Background: an optimization exercise with open tools, aiming at small area. Do not read the settings as production practice. No functional check of the RTL was part of this run. Power is estimated from default activity; no workload was simulated.

==> flow/run.sh <==
#!/bin/bash
# synth_recipe.tcl (not shown) runs the flow's synth.tcl, then flattens the netlist and writes it again
# the make line also repeats each setting of config.mk as NAME=value (left out here)
make -C /OpenROAD-flow-scripts/flow DESIGN_CONFIG=/design/flow/config.mk WORK_HOME=/design/flow/orfs CLKGATE_MAP_FILE= SYNTH_SCRIPT=/design/flow/synth_recipe.tcl finish
==> flow/config.mk <==
export PLATFORM = sky130hd
export DESIGN_NAME = slice24
export DESIGN_NICKNAME = slice24
export VERILOG_FILES = /design/flow/design.v
export SDC_FILE = /design/flow/constraint.sdc
export NUM_CORES = 4
export LEC_CHECK = 0
export CAP_MARGIN = 20
export CORE_MARGIN = 2
export CORE_UTILIZATION = 40
export SLEW_MARGIN = 20
==> flow/constraint.sdc <==
create_clock -name core_clock -period 22.0 [get_ports {clk}]
set_input_delay 4.4000 -clock core_clock [delete_from_list [all_inputs] [get_ports {clk}]]
set_output_delay 4.4000 -clock core_clock [all_outputs]
set_load 0.01 [all_outputs]
==> flow/design.v <==
module slice24 (
    input  wire        clk,
    input  wire        rst,
    input  wire        ce,
    input  wire [11:0] op,
    input  wire [23:0] a,
    input  wire [7:0]  ax,
    input  wire [23:0] b,
    input  wire [7:0]  bx,
    input  wire [23:0] ain,
    input  wire [63:0] acin,
    input  wire        mode,
    input  wire [5:0]  rshift,
    input  wire [2:0]  owid,
    input  wire [3:0]  normk,
    input  wire [15:0] acsmap,
    output reg  [47:0] r,
    output reg  [3:0]  dec,
    output reg         satf,
    output reg         illop,
    output reg  [23:0] aout,
    output wire [63:0] acc_out
);
    localparam [3:0] OPC_NOP    = 4'h0;
    localparam [3:0] OPC_MUL    = 4'h1;
    localparam [3:0] OPC_MAC    = 4'h2;
    localparam [3:0] OPC_MACC   = 4'h3;
    localparam [3:0] OPC_LDA    = 4'h4;
    localparam [3:0] OPC_CWR    = 4'h5;
    localparam [3:0] OPC_AGSET  = 4'h6;
    localparam [3:0] OPC_ACS    = 4'h7;
    localparam [3:0] OPC_MINMAX = 4'h8;
    localparam COEF_WORDS = 16;
    localparam COEF_AW    = 4;
    wire [3:0] opc   = op[3:0];
    wire [1:0] split = op[5:4];
    wire       ysrc  = op[7];
    wire       agadv = op[8];
    wire       asrc  = op[11];
    wire is_arith  = (opc == OPC_MUL) || (opc == OPC_MAC) ||
                     (opc == OPC_MACC) || (opc == OPC_LDA);
    wire illegal   = (opc > OPC_MINMAX) ||
                     (is_arith && (split == 2'b11)) ||
                     ((opc == OPC_MINMAX) && !mode);
    wire do_cwr    = !illegal && (opc == OPC_CWR);
    wire do_agset  = !illegal && (opc == OPC_AGSET);
    wire access    = !illegal && (do_cwr || (ysrc && (opc != OPC_AGSET)));
    wire [23:0] x = asrc ? ain : a;
    reg  [9:0]  ag_base;
    reg  [10:0] ag_len;      
    reg  [9:0]  ag_stride;
    reg  [9:0]  ag_off;
    wire [9:0]  ptr = ag_base + ag_off;
    wire [10:0] new_len  = (a[19:10] == 10'd0) ? 11'd1024 : {1'b0, a[19:10]};
    wire [10:0] new_off  = {1'b0, b[19:10]} % new_len;
    wire [11:0] adv_sum  = {2'b00, ag_off} + {2'b00, ag_stride};
    wire [11:0] adv_off  = adv_sum % {1'b0, ag_len};
    reg  [47:0] coef [0:COEF_WORDS-1];
    wire [47:0] cword = coef[ptr[COEF_AW-1:0]];
    wire [23:0] y  = ysrc ? cword[23:0]  : b;
    wire [7:0]  y3 = ysrc ? cword[31:24] : bx;
    always @(posedge clk) begin
        if (!rst && ce && do_cwr)
            coef[ptr[COEF_AW-1:0]] <= {b, x};
    end
    always @(posedge clk) begin
        if (rst) begin
            ag_off <= 10'd0;
        end else if (ce) begin
            if (do_agset) begin
                ag_base   <= a[9:0];
                ag_len    <= new_len;
                ag_stride <= b[9:0];
                ag_off    <= new_off[9:0];
            end else if (access && agadv) begin
                ag_off    <= adv_off[9:0];
            end
        end
    end
    reg        s1_ill;
    reg [3:0]  s1_opc;
    reg [1:0]  s1_split;
    reg        s1_sat, s1_neg, s1_rnd;
    reg [23:0] s1_x, s1_y;
    reg [7:0]  s1_x3, s1_y3;
    always @(posedge clk) begin
        if (rst) begin
            s1_ill   <= 1'b0;
            s1_opc   <= OPC_NOP;
            s1_split <= 2'b00;
            s1_sat   <= 1'b0;
            s1_neg   <= 1'b0;
            s1_rnd   <= 1'b0;
            s1_x     <= 24'd0;
            s1_y     <= 24'd0;
            s1_x3    <= 8'd0;
            s1_y3    <= 8'd0;
            aout     <= 24'd0;
        end else if (ce) begin
            s1_ill   <= illegal;
            s1_opc   <= illegal ? OPC_NOP : opc;
            s1_split <= split;
            s1_sat   <= op[6];
            s1_neg   <= op[9];
            s1_rnd   <= op[10];
            s1_x     <= x;
            s1_y     <= y;
            s1_x3    <= ax;
            s1_y3    <= y3;
            aout     <= x;
        end
    end
    wire signed [47:0] p48   = $signed(s1_x) * $signed(s1_y);
    wire signed [23:0] p24_0 = $signed(s1_x[11:0])  * $signed(s1_y[11:0]);
    wire signed [23:0] p24_1 = $signed(s1_x[23:12]) * $signed(s1_y[23:12]);
    wire signed [15:0] p16_0 = $signed(s1_x[7:0])   * $signed(s1_y[7:0]);
    wire signed [15:0] p16_1 = $signed(s1_x[15:8])  * $signed(s1_y[15:8]);
    wire signed [15:0] p16_2 = $signed(s1_x[23:16]) * $signed(s1_y[23:16]);
    wire signed [15:0] p16_3 = $signed(s1_x3)       * $signed(s1_y3);
    reg [63:0] prod_sel;
    always @(*) begin
        case (s1_split)
            2'b00:   prod_sel = {{16{p48[47]}}, p48};
            2'b01:   prod_sel = {{8{p24_1[23]}}, p24_1, {8{p24_0[23]}}, p24_0};
            default: prod_sel = {p16_3, p16_2, p16_1, p16_0};
        endcase
    end
    reg        s2_ill;
    reg [3:0]  s2_opc;
    reg [1:0]  s2_split;
    reg        s2_sat, s2_neg, s2_rnd;
    reg [23:0] s2_x, s2_y;
    reg [63:0] s2_prod;
    always @(posedge clk) begin
        if (rst) begin
            s2_ill   <= 1'b0;
            s2_opc   <= OPC_NOP;
            s2_split <= 2'b00;
            s2_sat   <= 1'b0;
            s2_neg   <= 1'b0;
            s2_rnd   <= 1'b0;
            s2_x     <= 24'd0;
            s2_y     <= 24'd0;
            s2_prod  <= 64'd0;
        end else if (ce) begin
            s2_ill   <= s1_ill;
            s2_opc   <= s1_opc;
            s2_split <= s1_split;
            s2_sat   <= s1_sat;
            s2_neg   <= s1_neg;
            s2_rnd   <= s1_rnd;
            s2_x     <= s1_x;
            s2_y     <= s1_y;
            s2_prod  <= prod_sel;
        end
    end
    reg  [63:0] acc;
    reg  [15:0] acs_cnt;
    reg  [9:0]  idxc;
    reg         empty;
    assign acc_out = acc;
    wire [63:0] lane_base = (s2_opc == OPC_MUL)  ? 64'd0 :
                            (s2_opc == OPC_MACC) ? acin  : acc;
    wire [63:0] l64_out;
    wire        l64_clamp;
    wire [63:0] l32_out;
    wire [1:0]  l32_clamp;
    wire [63:0] l16_out;
    wire [3:0]  l16_clamp;
    slice24_lane #(.W(64)) u_l64 (
        .base(lane_base), .prod(s2_prod), .neg(s2_neg), .sat(s2_sat),
        .out(l64_out), .clamp(l64_clamp));
    genvar gi;
    generate
        for (gi = 0; gi < 2; gi = gi + 1) begin : g_l32
            slice24_lane #(.W(32)) u_l32 (
                .base(lane_base[32*gi+31:32*gi]), .prod(s2_prod[32*gi+31:32*gi]),
                .neg(s2_neg), .sat(s2_sat),
                .out(l32_out[32*gi+31:32*gi]), .clamp(l32_clamp[gi]));
        end
        for (gi = 0; gi < 4; gi = gi + 1) begin : g_l16
            slice24_lane #(.W(16)) u_l16 (
                .base(lane_base[16*gi+15:16*gi]), .prod(s2_prod[16*gi+15:16*gi]),
                .neg(s2_neg), .sat(s2_sat),
                .out(l16_out[16*gi+15:16*gi]), .clamp(l16_clamp[gi]));
        end
    endgenerate
    reg [63:0] arith_acc;
    reg        arith_clamp;
    always @(*) begin
        case (s2_split)
            2'b00: begin
                arith_acc   = l64_out;
                arith_clamp = l64_clamp;
            end
            2'b01: begin
                arith_acc   = l32_out;
                arith_clamp = |l32_clamp;
            end
            default: begin
                arith_acc   = l16_out;
                arith_clamp = |l16_clamp;
            end
        endcase
    end
    reg [63:0] lda_acc;
    always @(*) begin
        case (s2_split)
            2'b00:   lda_acc = {{16{s2_y[23]}}, s2_y, s2_x};
            2'b01:   lda_acc = {{8{s2_y[23]}}, s2_y, {8{s2_x[23]}}, s2_x};
            default: lda_acc = {4'd0, s2_y[23:12], 4'd0, s2_y[11:0],
                                4'd0, s2_x[23:12], 4'd0, s2_x[11:0]};
        endcase
    end
    wire [11:0] bm [0:3];
    assign bm[0] = s2_x[11:0];
    assign bm[1] = s2_x[23:12];
    assign bm[2] = s2_y[11:0];
    assign bm[3] = s2_y[23:12];
    reg  [15:0] acs_m   [0:3];
    reg  [3:0]  acs_dec;
    reg  [3:0]  acs_clamp;
    reg  [15:0] acs_min;
    reg  [16:0] acs_cnt_next;
    reg         acs_norm;
    reg  [63:0] acs_acc;
    integer j;
    reg [16:0] ca, cb;
    reg [15:0] ca_f, cb_f;
    reg [1:0]  pa;
    always @(*) begin
        for (j = 0; j < 4; j = j + 1) begin
            pa = (j % 2 == 0) ? 2'd0 : 2'd2;
            ca = {1'b0, acc[16*pa +: 16]}     + {5'd0, bm[acsmap[4*j +: 2]]};
            cb = {1'b0, acc[16*(pa+1) +: 16]} + {5'd0, bm[acsmap[4*j+2 +: 2]]};
            ca_f = (s2_sat && ca[16]) ? 16'hFFFF : ca[15:0];
            cb_f = (s2_sat && cb[16]) ? 16'hFFFF : cb[15:0];
            acs_clamp[j] = s2_sat && (ca[16] || cb[16]);
            acs_dec[j]   = (cb_f < ca_f);
            acs_m[j]     = acs_dec[j] ? cb_f : ca_f;
        end
        acs_min = acs_m[0];
        for (j = 1; j < 4; j = j + 1)
            if (acs_m[j] < acs_min)
                acs_min = acs_m[j];
        acs_cnt_next = {1'b0, acs_cnt} + 17'd1;
        acs_norm     = (acs_cnt_next == (17'd1 << normk));
        if (acs_norm)
            acs_acc = {acs_m[3] - acs_min, acs_m[2] - acs_min,
                       acs_m[1] - acs_min, acs_m[0] - acs_min};
        else
            acs_acc = {acs_m[3], acs_m[2], acs_m[1], acs_m[0]};
    end
    wire signed [23:0] mm_best  = acc[23:0];
    wire        [9:0]  mm_index = acc[33:24];
    wire               mm_take  = empty ||
                                  (s2_neg ? ($signed(s2_x) > mm_best)
                                          : ($signed(s2_x) < mm_best));
    wire [23:0] mm_best_n  = mm_take ? s2_x : mm_best;
    wire [9:0]  mm_index_n = mm_take ? idxc : mm_index;
    reg        s3_ill;
    reg [3:0]  s3_opc;
    reg [1:0]  s3_split;
    reg        s3_sat, s3_rnd;
    reg        s3_satf;
    reg [3:0]  s3_dec;
    always @(posedge clk) begin
        if (rst) begin
            acc      <= 64'd0;
            acs_cnt  <= 16'd0;
            idxc     <= 10'd0;
            empty    <= 1'b1;
            s3_ill   <= 1'b0;
            s3_opc   <= OPC_NOP;
            s3_split <= 2'b00;
            s3_sat   <= 1'b0;
            s3_rnd   <= 1'b0;
            s3_satf  <= 1'b0;
            s3_dec   <= 4'd0;
        end else if (ce) begin
            s3_ill   <= s2_ill;
            s3_opc   <= s2_opc;
            s3_split <= s2_split;
            s3_sat   <= s2_sat;
            s3_rnd   <= s2_rnd;
            s3_satf  <= 1'b0;
            s3_dec   <= 4'd0;
            case (s2_opc)
                OPC_MUL, OPC_MAC, OPC_MACC: begin
                    acc     <= arith_acc;
                    s3_satf <= arith_clamp;
                end
                OPC_LDA: begin
                    acc     <= lda_acc;
                    acs_cnt <= 16'd0;
                    idxc    <= 10'd0;
                    empty   <= 1'b1;
                end
                OPC_ACS: begin
                    acc     <= acs_acc;
                    acs_cnt <= acs_norm ? 16'd0 : acs_cnt_next[15:0];
                    s3_satf <= |acs_clamp;
                    s3_dec  <= acs_dec;
                end
                OPC_MINMAX: begin
                    acc     <= {30'd0, mm_index_n, mm_best_n};
                    empty   <= 1'b0;
                    idxc    <= (idxc == 10'd1023) ? idxc : idxc + 10'd1;
                    s3_satf <= (idxc == 10'd1023);
                end
                default: ;
            endcase
        end
    end
    reg [5:0] v_raw;
    always @(*) begin
        case (owid)
            3'd0:    v_raw = 6'd8;
            3'd1:    v_raw = 6'd12;
            3'd2:    v_raw = 6'd16;
            3'd3:    v_raw = 6'd24;
            3'd4:    v_raw = 6'd32;
            default: v_raw = 6'd48;
        endcase
    end
    wire [5:0] v48 = v_raw;
    wire [5:0] v24 = (v_raw > 6'd24) ? 6'd24 : v_raw;
    wire [5:0] v12 = (v_raw > 6'd12) ? 6'd12 : v_raw;
    wire [47:0] n64_out;
    wire        n64_clamp;
    wire [47:0] n32_out;
    wire [1:0]  n32_clamp;
    wire [47:0] n16_out;
    wire [3:0]  n16_clamp;
    slice24_narrow #(.W(64), .OW(48)) u_n64 (
        .lane(acc), .rshift(rshift), .rnd(s3_rnd), .sat(s3_sat), .v(v48),
        .out(n64_out), .clamp(n64_clamp));
    generate
        for (gi = 0; gi < 2; gi = gi + 1) begin : g_n32
            slice24_narrow #(.W(32), .OW(24)) u_n32 (
                .lane(acc[32*gi+31:32*gi]), .rshift(rshift), .rnd(s3_rnd),
                .sat(s3_sat), .v(v24),
                .out(n32_out[24*gi+23:24*gi]), .clamp(n32_clamp[gi]));
        end
        for (gi = 0; gi < 4; gi = gi + 1) begin : g_n16
            slice24_narrow #(.W(16), .OW(12)) u_n16 (
                .lane(acc[16*gi+15:16*gi]), .rshift(rshift), .rnd(s3_rnd),
                .sat(s3_sat), .v(v12),
                .out(n16_out[12*gi+11:12*gi]), .clamp(n16_clamp[gi]));
        end
    endgenerate
    reg [47:0] narrow_r;
    reg        narrow_clamp;
    always @(*) begin
        case (s3_split)
            2'b00: begin
                narrow_r     = n64_out;
                narrow_clamp = n64_clamp;
            end
            2'b01: begin
                narrow_r     = n32_out;
                narrow_clamp = |n32_clamp;
            end
            default: begin
                narrow_r     = n16_out;
                narrow_clamp = |n16_clamp;
            end
        endcase
    end
    function [11:0] clamp12(input [15:0] m);
        clamp12 = (m > 16'h0FFF) ? 12'hFFF : m[11:0];
    endfunction
    always @(posedge clk) begin
        if (rst) begin
            r     <= 48'd0;
            dec   <= 4'd0;
            satf  <= 1'b0;
            illop <= 1'b0;
        end else if (ce) begin
            dec   <= 4'd0;
            satf  <= 1'b0;
            illop <= s3_ill;
            case (s3_opc)
                OPC_MUL, OPC_MAC, OPC_MACC, OPC_LDA: begin
                    r    <= narrow_r;
                    satf <= s3_satf | narrow_clamp;
                end
                OPC_ACS: begin
                    r    <= {clamp12(acc[63:48]), clamp12(acc[47:32]),
                             clamp12(acc[31:16]), clamp12(acc[15:0])};
                    dec  <= s3_dec;
                    satf <= s3_satf;
                end
                OPC_MINMAX: begin
                    r    <= acc[47:0];
                    satf <= s3_satf;
                end
                default: ;
            endcase
        end
    end
endmodule
module slice24_lane #(
    parameter W = 64
) (
    input  wire [W-1:0] base,
    input  wire [W-1:0] prod,
    input  wire         neg,
    input  wire         sat,
    output wire [W-1:0] out,
    output wire         clamp
);
    wire [W:0] sum = neg ? ({base[W-1], base} - {prod[W-1], prod})
                         : ({base[W-1], base} + {prod[W-1], prod});
    wire ovf = (sum[W] != sum[W-1]);
    wire [W-1:0] lim = sum[W] ? {1'b1, {(W-1){1'b0}}} : {1'b0, {(W-1){1'b1}}};
    assign out   = (sat && ovf) ? lim : sum[W-1:0];
    assign clamp = sat && ovf;
endmodule
module slice24_narrow #(
    parameter W  = 64,
    parameter OW = 48
) (
    input  wire [W-1:0]  lane,
    input  wire [5:0]    rshift,
    input  wire          rnd,
    input  wire          sat,
    input  wire [5:0]    v,
    output reg  [OW-1:0] out,
    output reg           clamp
);
    localparam E = W + 2;
    reg signed [E-1:0] ext;
    reg signed [E-1:0] shifted;
    reg signed [E-1:0] hi;
    reg signed [E-1:0] maxv, minv;
    reg        [OW-1:0] wrapped;
    integer sh;
    always @(*) begin
        ext = {{2{lane[W-1]}}, lane};
        if (rshift > W) begin
            shifted = rnd ? {E{1'b0}} : (ext >>> (E - 1));
        end else begin
            if (rnd && rshift != 6'd0)
                ext = ext + ({{(E-1){1'b0}}, 1'b1} << (rshift - 6'd1));
            shifted = ext >>> rshift;
        end
        maxv = ({{(E-1){1'b0}}, 1'b1} << (v - 6'd1)) - 1;
        minv = -({{(E-1){1'b0}}, 1'b1} << (v - 6'd1));
        sh      = OW - v;
        wrapped = $signed(shifted[OW-1:0] << sh) >>> sh;
        clamp   = 1'b0;
        if (shifted > maxv) begin
            if (sat) begin
                out   = maxv[OW-1:0];
                clamp = 1'b1;
            end else
                out = wrapped;
        end else if (shifted < minv) begin
            if (sat) begin
                out   = minv[OW-1:0];
                clamp = 1'b1;
            end else
                out = wrapped;
        end else
            out = shifted[OW-1:0];
    end
endmodule
==> results.tsv <==
stage	metric	value	unit
pwr	power share of the sequential group	0.150	
sta	RSZ-0062 raised after global routing	true	
pwr	LEAKAGE	73.0	nW
placement	I/O Buffers	338	
global_routing	met3 Use GR	0.124	
clocking	CTS root buffer	clkbuf_16	
worst_setup_path	slowest cell on the critical path	fa_2	
global_routing	Total GRT Usage	0.438	
detailed_routing	Pre-Repair DR Iteration Count	7	
pwr	Comb pwr share	0.707	
pwr	internal power	6.56	mW
sta	min cycle time layout	21.29	ns
die	core area	366000	sq um
logic_synthesis	largest area contributor in the netlist	fa_1	
clocking	TritonCTS buffer count	107	
pwr	PD cells	81.1	nW/um^2
clocking	CTS sink count	902	
cells_and_area	# fillers	36600	
detailed_routing	1st-iter DRT viols	20000	
logic_synthesis	Synth Register Bits	902	
logic_synthesis	top cell type's share of synthesized area	0.136	
logic_synthesis	Ys Warns	5	
worst_setup_path	CP Launch Type	flip-flop	
pwr	power consumption	13.4	mW
die	Starting Density	0.402	
clocking	htree depth	3	
cells_and_area	Register Area	23500	sq um
logic_synthesis	most used flip-flop cell after synthesis	edfxtp_1	
worst_setup_path	Critical Path Source	ag_stride[0]	
logic_synthesis	Post-synth EDFFs	537	
flow_run	Max-Cap Viols	0	
sta	final hold violation count	0	
global_routing	met1 Track Usage GR	0.517	
pwr	Sw Ratio	0.511	
logic_synthesis	Seq/Total Area, Yosys	0.160	
logic_synthesis	Gate Count Post-Synth	17800	
cells_and_area	multi-input logic area	115000	sq um
worst_hold_path	hold path start	s2_rnd	
clocking	TritonCTS clock tree	built	
clocking	worst-case clock buffer depth	4	
die	Die ar.	372000	sq um
die	# IOs	339	
worst_setup_path	Worst Path Arrival	22.05	ns
die	die height	610	um
detailed_routing	DRT antenna net count	0	
cells_and_area	Finished Layout Cells	23300	
logic_synthesis	library cells used by synthesis	136	
cells_and_area	Area Overhead vs Synth	12.6	%
detailed_routing	wire per inst	36.0	um
detailed_routing	wirelength, routed	839000	um
cells_and_area	share of cells above drive strength 1	0.114	
worst_setup_path	Worst Path Required	22.77	ns
sta	final setup skew	0.150	ns
worst_setup_path	Crit. End Element	flip-flop	
pwr	Worst VDD drop	0.153	mV
logic_synthesis	synthesized area	147000	sq um
global_routing	GRT busiest layer	met2	
sta	Slew HR	0.0835	
placement	dpl cells	22900	
logic_synthesis	fraction of registers with async set/reset	0	
pwr	Switch Pwr	6.86	mW
logic_synthesis	Syn Area/Cell	8.24	sq um
worst_setup_path	worst setup path class	flip-flop to flip-flop	
worst_setup_path	CP peak stage delay	0.37	ns
global_routing	Global Route met2 Usage	0.652	
cells_and_area	nets	20900	
detailed_routing	post-route DRC violation count	0	
sta	fmax	0.0470	GHz
sta	worst slew pin tran	1.36	ns
global_routing	total gr overflow	0	
global_routing	largest net degree at the start of global routing	145	
logic_synthesis	synth cell count leaders	nand2_1 (1618), nor2_1 (1565), inv_1 (1459), ha_1 (1445), a21oi_1 (1251)	
detailed_routing	total vias in the final route	154000	
placement	Final HPWL DP	654000	um
sta	fin crit share	0.968	
global_routing	initial antenna violation count	97	
sta	Setup-failing EPs final	0	
clocking	Worst-path clk slew	0.06	ns
placement	routability cong.	1.08	
detailed_routing	vias per inst	6.61	
clocking	clock latency on the worst-skew pair	0.92	ns
worst_setup_path	r2r startpoint	ag_stride[0]	
logic_synthesis	most common cell in the netlist	nand2_1	
global_routing	vias in the first global route	145000	
worst_hold_path	Hold Path Class	flip-flop to flip-flop	
worst_setup_path	CP Max Fanout	4	
die	Core Rows	222	
logic_synthesis	Area contributors post-synth	fa_1 (14%), ha_1 (12%), edfxtp_1 (11%)	
worst_setup_path	critical path's most frequent cell	o21a_1	
pwr	clock group share of total power	0.143	
global_routing	first-pass GRT wire length	1150000	um
die	Die X-Extent	610	um
run_status	outcome	complete, no violations	
sta	Slew Viols, Final	0	
## critical path, delay by kind of cell, from the launching register on
family,cells,cell delay (ns)
AND/OR/NAND/NOR,12,1.28
adder cells (fa/ha/maj),13,3.17
AO/OA/AOI/OAI,85,14.20
multiplexers,4,1.01
flip-flops,1,0.33
buffers and inverters,8,1.08
## placed cells by master, fill, tap and decap left out, types with 85 or more instances in the layout
| cell | synthesis | routed |
|---|---|---|
| nand4_1 | 192 | 192 |
| dfxtp_1 | 365 | 325 |
| o21bai_1 | 130 | 130 |
| inv_1 | 1459 | 1449 |
| clkbuf_16 | 0 | 113 |
| mux4_2 | 251 | 251 |
| mux2_2 | 131 | 115 |
| and3_1 | 125 | 125 |
| nor3_1 | 436 | 422 |
| ha_1 | 1445 | 1425 |
| a31oi_1 | 224 | 219 |
| xnor2_1 | 491 | 487 |
| o21ai_0 | 969 | 919 |
| and2_1 | 414 | 415 |
| o31ai_1 | 105 | 97 |
| a221oi_1 | 88 | 85 |
| o211ai_1 | 189 | 189 |
| or3_1 | 118 | 118 |
| xor2_1 | 196 | 193 |
| a21oi_1 | 1251 | 1240 |
| clkdlybuf4s50_1 | 0 | 322 |
| diode_2 | 0 | 113 |
| a211oi_1 | 266 | 259 |
| nand2b_1 | 188 | 188 |
| nor2_1 | 1565 | 1533 |
| nand2_1 | 1618 | 1613 |
| o21a_1 | 212 | 211 |
| mux2i_1 | 290 | 283 |
| nand3_1 | 422 | 420 |
| nor4_1 | 94 | 90 |
| nor2b_1 | 178 | 175 |
| edfxtp_1 | 537 | 537 |
| buf_4 | 19 | 1014 |
| a21o_1 | 368 | 368 |
| fa_1 | 995 | 993 |
## power groups by stage
stage          Sequential (mW)  Combinational, mW  Clock [mW]
2_1_floorplan             1.94               6.09           0
6_report                  2.01               9.48        1.92
3_5_place_dp              2.03               9.08           0
5_1_grt                   2.01               10.2        2.00
3_3_place_gp              2.03               9.11           0
4_1_cts                   2.00               9.15        1.94
## logic make-up after synthesis
group | synth area share
and+or+nand+nor | 0.181
adders and majority gates | 0.259
DFF | 0.160
AOI/OAI and AO/OA | 0.224
other | 0.0000511
xor gates and xnor gates | 0.0413
muxes | 0.0684
buffers and inverters | 0.0667
## path summary, 6_finish.rpt
path / end / slack [ns] / depth (start not counted)
setup / recovery: ag_off[3] / 0.71 / 122
hold / removal: s3_rnd / 0.42 / 2
setup reg to reg: ag_off[3] / 0.71 / 122
hold reg to reg: s3_rnd / 0.42 / 2
## metrics by stage
step	setup WS (ns)	utilization	cell area [sq um]	hold slack (ns)	TNS, ns
4_1_cts	0.0139	0.449	164000	0.407	0
5_1_grt	-0.469	0.452	165000	0.474	-3.81
3_3_place_gp	-0.818	0.438	160000	0.439	-7.60
2_1_floorplan	-0.00750	-	147000	0.428	-0.00750
6_report	0.714	0.453	165000	0.421	0
3_5_place_dp	-0.846	0.439	160000	0.445	-7.75
## routing by layer
layer / vias to the layer above / wire [um] / share of wire
met3: 3202 / 87600 / 0.10
met1: 75200 / 308000 / 0.37
met2: 10200 / 355000 / 0.42
met5: - / 203 / 0.00024
li1: 65200 / - / -
met4: 28 / 89200 / 0.11
## repair_timing
action / 4_1_cts / 5_1_grt
gates resized for setup: 11 / 131
pin swaps: 3 / 104
buffers inserted: 0 / 51
setup endpoints to repair: 10 / 10
hold buffers: 0 / 0
gates cloned: 0 / 1
## area by class of cell
type | count | area share
multi-input cells | 14400 | 0.696
inverters | 1472 | 0.0335
well taps | 4816 | 0.0364
repair buffers | 1370 | 0.0682
flip-flops and latches | 902 | 0.142
clock buffers | 139 | 0.0182
clock inverters | 57 | 0.00414
diodes | 113 | 0.00171
## state kept, by name (all words and copies together), names as in the netlist, 4 cells and up
name       flops
acc           64
acs_cnt       16
dec            4
s1_y3          8
s3_dec         4
coef         512
ag_base        4
s1_x3          8
s2_y          24
r             48
s3_opc         4
s2_prod       64
s2_opc         4
s2_x          24
aout          24
s1_opc         4
ag_stride     10
ag_len        11
ag_off        10
idxc          10
s1_y          24

[re-timing with driven ports]
The flow's constraints put no driver on any port. The routed layout listed below was extracted and timed again, unchanged, in two steps.
Step 1 sets driving cells, clkbuf_16 on the clock port and buf_2 on the other inputs (assumed; they add their load-dependent delay and slew).
Step 2 adds t to the input delays and takes it off the output delays; t is the mean of the earliest and latest rising clock arrival at the registers after step 1. Input paths then give back, and output paths get back, about the clock's delay inside the block.
a / b / c = no drivers / after step 1 / after step 2; a / b = the first two.
t, ns: 0.928
setup slack, ns: 0.714 / 0.714 / 0.057
pins driven straight from the clock port: 1
After both steps this run still meets setup and hold. For this run, drivers alone change the setup slack by 0.000 ns; drivers and shift together by -0.657 ns.
